Source: an optimization exercise on an open RTL-to-GDS flow (aim: small area, a short achievable clock period and few clock cycles per item). Production flows keep margins and buffers that such runs may drop.
At most, simulation tests tie the RTL to the original design; equivalence was not proved.
Power figures rest on the tool's default switching activity, not on a simulated workload.

==> 12-12 <==
## contone_block_dec
module contone_block_dec (
    input  wire       clk,
    input  wire       rst,           
    input  wire       in_valid,      
    output reg        in_ready,
    input  wire [7:0] in_data,
    input  wire       n_valid,       
    output wire       n_ready,
    input  wire [7:0] n_data,
    input  wire       n_sol,         
    output reg        out_valid,     
    input  wire       out_ready,
    output reg  [7:0] out_data,
    output reg        out_last       
);
    reg  [23:0] bb;                  
    reg  [4:0]  bn;
    wire        in_fire = in_valid & in_ready;
    wire [1:0]  bm  = bn[4:3];
    wire [2:0]  pad = bn[2:0];
    reg  [21:0] bw;                      
    always @(*) begin
        case (bm)
            2'd0:    bw = {bb[6:0], 15'd0};
            2'd1:    bw = {bb[14:0], 7'd0};
            2'd2:    bw = bb[22:1];
            default: bw = {7'd0, bb[23:9]};
        endcase
    end
    wire [21:0] bws = bw >> pad;
    wire [14:0] win = bws[14:0];         
    wire [7:0]  hdr = (bm == 2'd3) ? bb[23:16] : (bm == 2'd2) ? bb[15:8] : bb[7:0];
    reg         active;              
    reg         kzero, kesc;         
    reg  [1:0]  sel_p;
    reg  [2:0]  sel_k;
    reg  [5:0]  cnt;                 
    reg  [1:0]  qa;                  
    reg         tv;
    reg  [7:0]  tz;
    reg  [1:0]  tp;
    reg         traw, tlast;
    reg         nv;
    reg  [7:0]  nr;
    reg         nsol;
    reg  [7:0]  nwp;                 
    wire        fire = tv & nv & (~out_valid | out_ready);
    assign      n_ready = ~nv | fire;
    wire        tadv = ~tv | fire;
    wire        n_fire = n_valid & n_ready;
    wire        ones8 = &win[14:7];
    reg  [7:0]  oh;                  
    reg  [2:0]  q;
    integer     qi;
    always @(*) begin
        oh = 8'd0;
        q  = 3'd0;
        for (qi = 7; qi >= 0; qi = qi - 1)
            if (!win[14-qi]) begin
                oh = 8'd1 << qi;
                q  = qi[2:0];
            end
    end
    reg  [6:0]  tail;                
    integer     ti;
    always @(*) begin
        tail = 7'd0;
        for (ti = 0; ti < 8; ti = ti + 1)
            if (oh[ti]) tail = tail | ((win << (ti + 1)) >> 8);
  ...
Settings: LEC_CHECK=0, ABC_AREA=1, CAP_MARGIN=20, CORE_MARGIN=2, CORE_UTILIZATION=40, SLEW_MARGIN=20; clock period 12.0 ns.
run.sh (not shown) runs the stock make flow with config.mk's settings and CLKGATE_MAP_FILE= SYNTH_SCRIPT=/design/flow/synth_recipe.tcl, a recipe that flattens the netlist after the stock synthesis.
==> 12-09 (differences from 12-12) <==
==> flow/flow/run.sh (new file) <==
#!/bin/bash
# Standard layout with three changes after the standard synthesis: the
# slow delay buffers are not used for repair and port buffers, every port
# gets a plain buffer, and timing repair aims for 6.8 ns of setup slack.
set -euo pipefail
bash standard.sh synth > synth.log 2>&1
export DONT_USE_CELLS="sky130_fd_sc_hd__clkdlybuf4s15_1 sky130_fd_sc_hd__clkdlybuf4s15_2 sky130_fd_sc_hd__clkdlybuf4s18_1 sky130_fd_sc_hd__clkdlybuf4s18_2 sky130_fd_sc_hd__clkdlybuf4s25_1 sky130_fd_sc_hd__clkdlybuf4s25_2 sky130_fd_sc_hd__clkdlybuf4s50_1 sky130_fd_sc_hd__clkdlybuf4s50_2"
export BUFFER_PORTS_ARGS="-buffer_cell sky130_fd_sc_hd__buf_4"
export SETUP_SLACK_MARGIN=6.8
bash standard.sh > layout.log 2>&1
==> flow/standard.sh (new file) <==
#!/bin/bash
# synth_recipe.tcl (not shown) runs the flow's synth.tcl, then flattens the netlist and writes it again
# the make line also repeats each setting of config.mk as NAME=value (left out here)
make -C /OpenROAD-flow-scripts/flow DESIGN_CONFIG=/design/flow/config.mk WORK_HOME=/design/flow/orfs CLKGATE_MAP_FILE= SYNTH_SCRIPT=/design/flow/synth_recipe.tcl "${@:-finish}"
ABC_AREA = default   (was 1)
removed: flow/run.sh
==> 09-23 (differences from 12-12) <==
==> flow/flow/run.sh (new file) <==
#!/bin/bash
# Standard layout with two changes after the standard synthesis: the
# slow delay buffers are not used for repair and port buffers, and every
# port gets a plain buffer.
set -euo pipefail
bash standard.sh synth > synth.log 2>&1
export DONT_USE_CELLS="sky130_fd_sc_hd__clkdlybuf4s15_1 sky130_fd_sc_hd__clkdlybuf4s15_2 sky130_fd_sc_hd__clkdlybuf4s18_1 sky130_fd_sc_hd__clkdlybuf4s18_2 sky130_fd_sc_hd__clkdlybuf4s25_1 sky130_fd_sc_hd__clkdlybuf4s25_2 sky130_fd_sc_hd__clkdlybuf4s50_1 sky130_fd_sc_hd__clkdlybuf4s50_2"
export BUFFER_PORTS_ARGS="-buffer_cell sky130_fd_sc_hd__buf_4"
bash standard.sh > layout.log 2>&1
==> flow/standard.sh (new file) <==
#!/bin/bash
# synth_recipe.tcl (not shown) runs the flow's synth.tcl, then flattens the netlist and writes it again
# the make line also repeats each setting of config.mk as NAME=value (left out here)
make -C /OpenROAD-flow-scripts/flow DESIGN_CONFIG=/design/flow/config.mk WORK_HOME=/design/flow/orfs CLKGATE_MAP_FILE= SYNTH_SCRIPT=/design/flow/synth_recipe.tcl "${@:-finish}"
ABC_AREA = default   (was 1)
CORE_UTILIZATION = 65   (was 40)
removed: flow/run.sh
==> 01-19 (differences from 12-12) <==
--- a/flow/design.v
+++ b/flow/design.v
@@ -36,16 +36,18 @@
     reg  [2:0]  sel_k;
     reg  [5:0]  cnt;                 
     reg  [1:0]  qa;                  
     reg         tv;
     reg  [7:0]  tz;
-    reg  [1:0]  tp;
+    reg  [3:0]  tp;                  
     reg         traw, tlast;
     reg         nv;
     reg  [7:0]  nr;
     reg         nsol;
     reg  [7:0]  nwp;                 
+    reg  [8:0]  nd;                  
+    reg         ndz;                 
     wire        fire = tv & nv & (~out_valid | out_ready);
     assign      n_ready = ~nv | fire;
     wire        tadv = ~tv | fire;
     wire        n_fire = n_valid & n_ready;
     wire        ones8 = &win[14:7];
@@ -75,66 +77,170 @@
     always @(*)
         for (fi = 0; fi < 8; fi = fi + 1)
             fq[fi] = !lim[5] && (lim[4:0] >= fi);
     wire        fits   = |(oh & fq);
     wire        bn8    = (bn >= 5'd8);
+    reg  [3:0]  lq;                  
+    always @(*) begin
+        case ({lim[2:0], q})
+            6'd0: lq = 4'd0;
+            6'd1: lq = 4'd15;
+            6'd2: lq = 4'd14;
+            6'd3: lq = 4'd13;
+            6'd4: lq = 4'd12;
+            6'd5: lq = 4'd11;
+            6'd6: lq = 4'd10;
+            6'd7: lq = 4'd9;
+            6'd8: lq = 4'd1;
+            6'd9: lq = 4'd0;
+            6'd10: lq = 4'd15;
+            6'd11: lq = 4'd14;
+            6'd12: lq = 4'd13;
+            6'd13: lq = 4'd12;
+            6'd14: lq = 4'd11;
+            6'd15: lq = 4'd10;
+            6'd16: lq = 4'd2;
+            6'd17: lq = 4'd1;
+            6'd18: lq = 4'd0;
+            6'd19: lq = 4'd15;
+            6'd20: lq = 4'd14;
+            6'd21: lq = 4'd13;
+            6'd22: lq = 4'd12;
+            6'd23: lq = 4'd11;
+            6'd24: lq = 4'd3;
+            6'd25: lq = 4'd2;
+            6'd26: lq = 4'd1;
+            6'd27: lq = 4'd0;
+            6'd28: lq = 4'd15;
+            6'd29: lq = 4'd14;
+            6'd30: lq = 4'd13;
+            6'd31: lq = 4'd12;
+            6'd32: lq = 4'd4;
+            6'd33: lq = 4'd3;
+            6'd34: lq = 4'd2;
+            6'd35: lq = 4'd1;
+            6'd36: lq = 4'd0;
+            6'd37: lq = 4'd15;
+            6'd38: lq = 4'd14;
+            6'd39: lq = 4'd13;
+            6'd40: lq = 4'd5;
+            6'd41: lq = 4'd4;
+            6'd42: lq = 4'd3;
+            6'd43: lq = 4'd2;
+            6'd44: lq = 4'd1;
+            6'd45: lq = 4'd0;
+            6'd46: lq = 4'd15;
+            6'd47: lq = 4'd14;
+            6'd48: lq = 4'd6;
+            6'd49: lq = 4'd5;
+            6'd50: lq = 4'd4;
+            6'd51: lq = 4'd3;
+            6'd52: lq = 4'd2;
+            6'd53: lq = 4'd1;
+            6'd54: lq = 4'd0;
+            6'd55: lq = 4'd15;
+            6'd56: lq = 4'd7;
+            6'd57: lq = 4'd6;
+            6'd58: lq = 4'd5;
+            6'd59: lq = 4'd4;
+            6'd60: lq = 4'd3;
+            6'd61: lq = 4'd2;
+            6'd62: lq = 4'd1;
+            6'd63: lq = 4'd0;
+            default: lq = 4'd0;
+        endcase
+    end
+    wire [4:0]  bn_code = {lim[4:3] - {1'b0, lq[3]}, lq[2:0]};
     reg         emit, take_hdr, chunk;
     reg  [7:0]  z;
     reg         raw;
     reg  [4:0]  bna;                 
+    reg         code_go;             
+    reg  [4:0]  bnx;                 
     always @(*) begin
         emit = 1'b0; take_hdr = 1'b0; chunk = 1'b0;
-        z = zq[7:0]; raw = 1'b0; bna = bn;
+        z = zq[7:0]; raw = 1'b0; bna = bn; code_go = 1'b0; bnx = bn;
         if (!active) begin
             if (bn8) begin
                 take_hdr = 1'b1;
                 bna = {bm - 2'd1, 3'd0};
+                bnx = {bm - 2'd1, 3'd0};
             end
         end else if (kzero) begin
             z    = 8'd0;
             emit = tadv;
         end else if (kesc || qa == 2'd3) begin
             z   = win[14:7];
             raw = kesc;
             if (bn8 && tadv) begin
                 emit = 1'b1;
                 bna  = bn - 5'd8;
+                bnx  = bn - 5'd8;
             end
         end else if (ones8) begin
             chunk = 1'b1;
             bna   = bn - 5'd8;
+            bnx   = bn - 5'd8;
         end else if (fits && tadv) begin
             emit = 1'b1;
-            bna  = lim[4:0] - {2'd0, q};
-        end
-    end
-    wire [4:0]  bn_n = in_fire ? bna + 5'd8 : bna;
+            code_go = 1'b1;
+            bna  = bn_code;
+        end
+    end
+    wire [1:0]  hif  = lim[4:3] + {1'b0, in_fire};
+    wire [1:0]  hif1 = hif - 2'd1;
+    wire [4:0]  bnx8 = in_fire ? bnx + 5'd8 : bnx;
+    wire [4:0]  bn_n = code_go ? {lq[3] ? hif1 : hif, lq[2:0]} : bnx8;
+    reg  [7:0]  rq0, rq1;                
+    integer     ri;
+    always @(*)
+        for (ri = 0; ri < 8; ri = ri + 1) begin
+            rq0[ri] = ({1'b0, lim[4:0]} <= 6'd16 + ri);
+            rq1[ri] = ({1'b0, lim[4:0]} <= 6'd8 + ri);
+        end
+    reg         room;
+    always @(*) begin
+        if (code_go)
+            room = |(oh & (in_fire ? rq1 : rq0));
+        else
+            room = in_fire ? (bnx <= 5'd8) : (bnx <= 5'd16);
+    end
     wire [7:0]  w  = out_data;
     wire [7:0]  nn = nr;
     wire [7:0]  nw = nwp;
     wire        a   = w < nn;            
     wire        wlt = w < nw;            
     wire        wgt = w > nw;            
-    wire        d   = nw >= nn;
-    wire        f   = nw <= nn;
+    wire        d   = nd[8] | ndz;       
+    wire        f   = !nd[8];            
     wire        case1 = !wgt & d;        
     wire        case2 = !wlt & f & !case1;  
-    wire        pz  = !traw & !nsol;
-    wire        p0  = pz & (tp == 2'd0);
-    wire        p1  = pz & (tp == 2'd1);
-    wire        p2  = pz & (tp == 2'd2);
-    wire        p3  = pz & (tp == 2'd3);
-    wire        p3e = p3 & !case1 & !case2;
-    wire        useW = p0 | p2 | (p3 & (!(case1 | case2) | (case1 & a) | (case2 & !a)));
-    wire        useN = (!traw & nsol) | p1 | p2 | (p3 & (!(case1 | case2) | (case1 & !a) | (case2 & a)));
     wire [7:0]  e   = tz[0] ? ~{1'b0, tz[7:1]} : {1'b0, tz[7:1]};
-    wire [8:0]  ev  = traw ? {1'b0, tz} : p2 ? {e, 1'b0} : {e[7], e};
-    wire [8:0]  opw = useW ? {1'b0, w} : 9'd0;
-    wire [8:0]  opn = useN ? {1'b0, nn} : 9'd0;
-    wire [8:0]  opm = p3e ? {1'b1, ~nw} : 9'd0;
-    wire [8:0]  sum = opw + opn + opm + ev + {8'd0, p3e};
-    wire [7:0]  cur = p2 ? sum[8:1] : sum[7:0];
+    wire [7:0]  ra  = w + e;             
+    wire [7:0]  rk  = nn + e;            
+    wire        p2  = tp[2];
+    wire [8:0]  x1 = p2 ? {1'b0, nn} : nd;
+    wire [8:0]  x3 = p2 ? {e, 1'b0} : {e[7], e};
+    wire [8:0]  x4 = {1'b0, w};
+    wire [8:0]  s2 = x1 ^ x3 ^ x4;
+    wire [8:0]  c2 = {(x1[7:0] & x3[7:0]) | (x1[7:0] & x4[7:0]) | (x3[7:0] & x4[7:0]), 1'b0};
+    wire [8:0]  rc = s2 + c2;
+    reg  [7:0]  cur;
+    always @(*) begin
+        if (traw)
+            cur = tz;
+        else if (nsol)
+            cur = rk;
+        else if (tp[0])
+            cur = ra;
+        else if (tp[1])
+            cur = rk;
+        else if (tp[2])
+            cur = rc[8:1];
+        else
+            cur = case1 ? (a ? ra : rk) : case2 ? (a ? rk : ra) : rc[7:0];
+    end
     wire        tv_n = emit | (tv & ~fire);
     wire        nv_n = n_fire | (nv & ~fire);
     always @(posedge clk) begin
         if (in_fire)
             bb <= {bb[15:0], in_data};
@@ -152,17 +258,19 @@
             cnt <= 6'd0;
         else if (emit)
             cnt <= cnt + 6'd1;
         if (emit) begin
             tz    <= z;
-            tp    <= sel_p;
+            tp    <= 4'd1 << sel_p;
             traw  <= raw;
             tlast <= (cnt == 6'd63);
         end
         if (n_fire) begin
             nr   <= n_data;
             nsol <= n_sol;
+            nd   <= {1'b0, n_data} - {1'b0, nr};
+            ndz  <= (n_data == nr);
         end
         if (fire)
             nwp <= nr;
         if (fire) begin
             out_data <= cur;
@@ -175,11 +283,11 @@
             tv        <= 1'b0;
             nv        <= 1'b0;
             out_valid <= 1'b0;
         end else begin
             bn       <= bn_n;
-            in_ready <= (bn_n <= 5'd16);
+            in_ready <= room;
             if (take_hdr)
                 active <= 1'b1;
             else if (emit && cnt == 6'd63)
                 active <= 1'b0;
             tv      <= tv_n;
==> flow/flow/run.sh (new file) <==
#!/bin/bash
# Standard layout with two changes after the standard synthesis: the
# slow delay buffers are not used for repair and port buffers, and every
# port gets a plain buffer.
set -euo pipefail
bash standard.sh synth > synth.log 2>&1
export DONT_USE_CELLS="sky130_fd_sc_hd__clkdlybuf4s15_1 sky130_fd_sc_hd__clkdlybuf4s15_2 sky130_fd_sc_hd__clkdlybuf4s18_1 sky130_fd_sc_hd__clkdlybuf4s18_2 sky130_fd_sc_hd__clkdlybuf4s25_1 sky130_fd_sc_hd__clkdlybuf4s25_2 sky130_fd_sc_hd__clkdlybuf4s50_1 sky130_fd_sc_hd__clkdlybuf4s50_2"
export BUFFER_PORTS_ARGS="-buffer_cell sky130_fd_sc_hd__buf_4"
bash standard.sh > layout.log 2>&1
==> flow/standard.sh (new file) <==
#!/bin/bash
# synth_recipe.tcl (not shown) runs the flow's synth.tcl, then flattens the netlist and writes it again
# the make line also repeats each setting of config.mk as NAME=value (left out here)
make -C /OpenROAD-flow-scripts/flow DESIGN_CONFIG=/design/flow/config.mk WORK_HOME=/design/flow/orfs CLKGATE_MAP_FILE= SYNTH_SCRIPT=/design/flow/synth_recipe.tcl "${@:-finish}"
ABC_AREA = default   (was 1)
removed: flow/run.sh
==> results.txt <==
- The lowest clock skew belongs to 12-12, the highest to 12-09.
- Of 01-19 and 09-23, 01-19 has the higher non-clock buffer count (gap 4).
- Between 12-09 and 01-19, the lower sequential power is in 12-09 (gap about 32%, measured against 01-19).
- Between 12-12 and 12-09, the lower sequential share of layout area is in 12-09 (gap 2.9 points).
- Count of clock-buffer cells in the layout is the same in 12-09 and 01-19.
- Cell count, highest first: 01-19, 12-12, 12-09, 09-23.
- Worst hold slack: 01-19 is better than 09-23 (0.030 ns).
- 12-12 produced a clean layout. 09-23 ran to the end with no violations. 12-09 ran to the end with no violations. 01-19 finished clean.
- Design area: 01-19 > 12-09 > 09-23 > 12-12.
- Fmax: 12-12 < 09-23 < 01-19 < 12-09.
==> figures <==
	12-12	09-23	01-19	12-09
Result of the run	timing/DRC/antenna clean	timing/DRC/antenna clean	timing/DRC/antenna clean	timing/DRC/antenna clean
Final instance area	0.00823 mm^2	0.00841 mm^2	0.00978 mm^2	0.00913 mm^2
Grt met2 use	35.1%	59.4%	32.7%	31.4%
Die Span X	141 um	114 um	154 um	144 um
Die outline area	0.0197 mm^2	0.0129 mm^2	0.0238 mm^2	0.0206 mm^2
CP Max Fanout	18	16	20	2
Met3 Usage GRT	3.18%	4.20%	2.91%	2.93%
Share of total power consumed by net switching	45.8%	38.2%	50.6%	39.4%
Worst Setup SP	out_ready	bn[3]$_SDFF_PP0_	bn[4]$_SDFF_PP0_	out_ready
Worst-margin pin slew	1.09 ns	1.13 ns	1.11 ns	0.963 ns
Power per standard cell area	182 mW/mm^2	140 mW/mm^2	303 mW/mm^2	136 mW/mm^2
Routing usage on met1	23.6%	39.4%	28.0%	29.3%
Average wire length per cell after detail routing	14.8 um	20.8 um	18.9 um	18.1 um
Crit path launch type	primary input	flip-flop	flip-flop	primary input
Fill count	1860	920	2132	1834
Net switching power figure	0.687 mW	0.450 mW	1.50 mW	0.487 mW
DP Wirelength	14600 um	15900 um	17700 um	15100 um
Combinational group share of total power	52.1%	40.7%	69.4%	43.9%
Critical Path Sink Type	output port	flip-flop	flip-flop	output port
Testbench counts of 12-12, summed over its fixed seeds: cycles 169,781, blocks 2,560.
Testbench counts of 12-09, summed over its fixed seeds: cycles 169,781, blocks 2,560.
Testbench counts of 09-23, summed over its fixed seeds: cycles 169,781, blocks 2,560.
For 01-19, only the layout was checked, not whether the RTL still works.

separate check: timing with driven ports:
In the flow no input, the clock included, has a driving cell. The finished layouts below were timed again as built, in two steps. Step 1, drivers: a clkbuf_16 drives clk and a buf_2 each remaining input, both assumed. Step 2 also shifts input and output timing later by t, the mid clock arrival at the registers, as if the neighbouring blocks saw the same clock. Slacks: no drivers / after step 1 / after step 2; pairs: no drivers / after step 1.
run | t (ns) | setup slack, ns | slew at the worst register clock pin (ns)
12-12 | 0.394 | 4.975 / 4.953 / 4.953 | 0.07 / 0.07
12-09 | 0.396 | 6.702 / 6.664 / 6.664 | 0.08 / 0.08
09-23 | 0.381 | 6.064 / 6.064 / 6.064 | 0.07 / 0.07
01-19 | 0.411 | 6.378 / 6.378 / 6.378 | 0.08 / 0.08
After both steps setup and hold are still met in every run listed. For 12-09, which loses most, drivers alone change the setup slack by -0.038 ns; drivers and shift together by -0.038 ns.
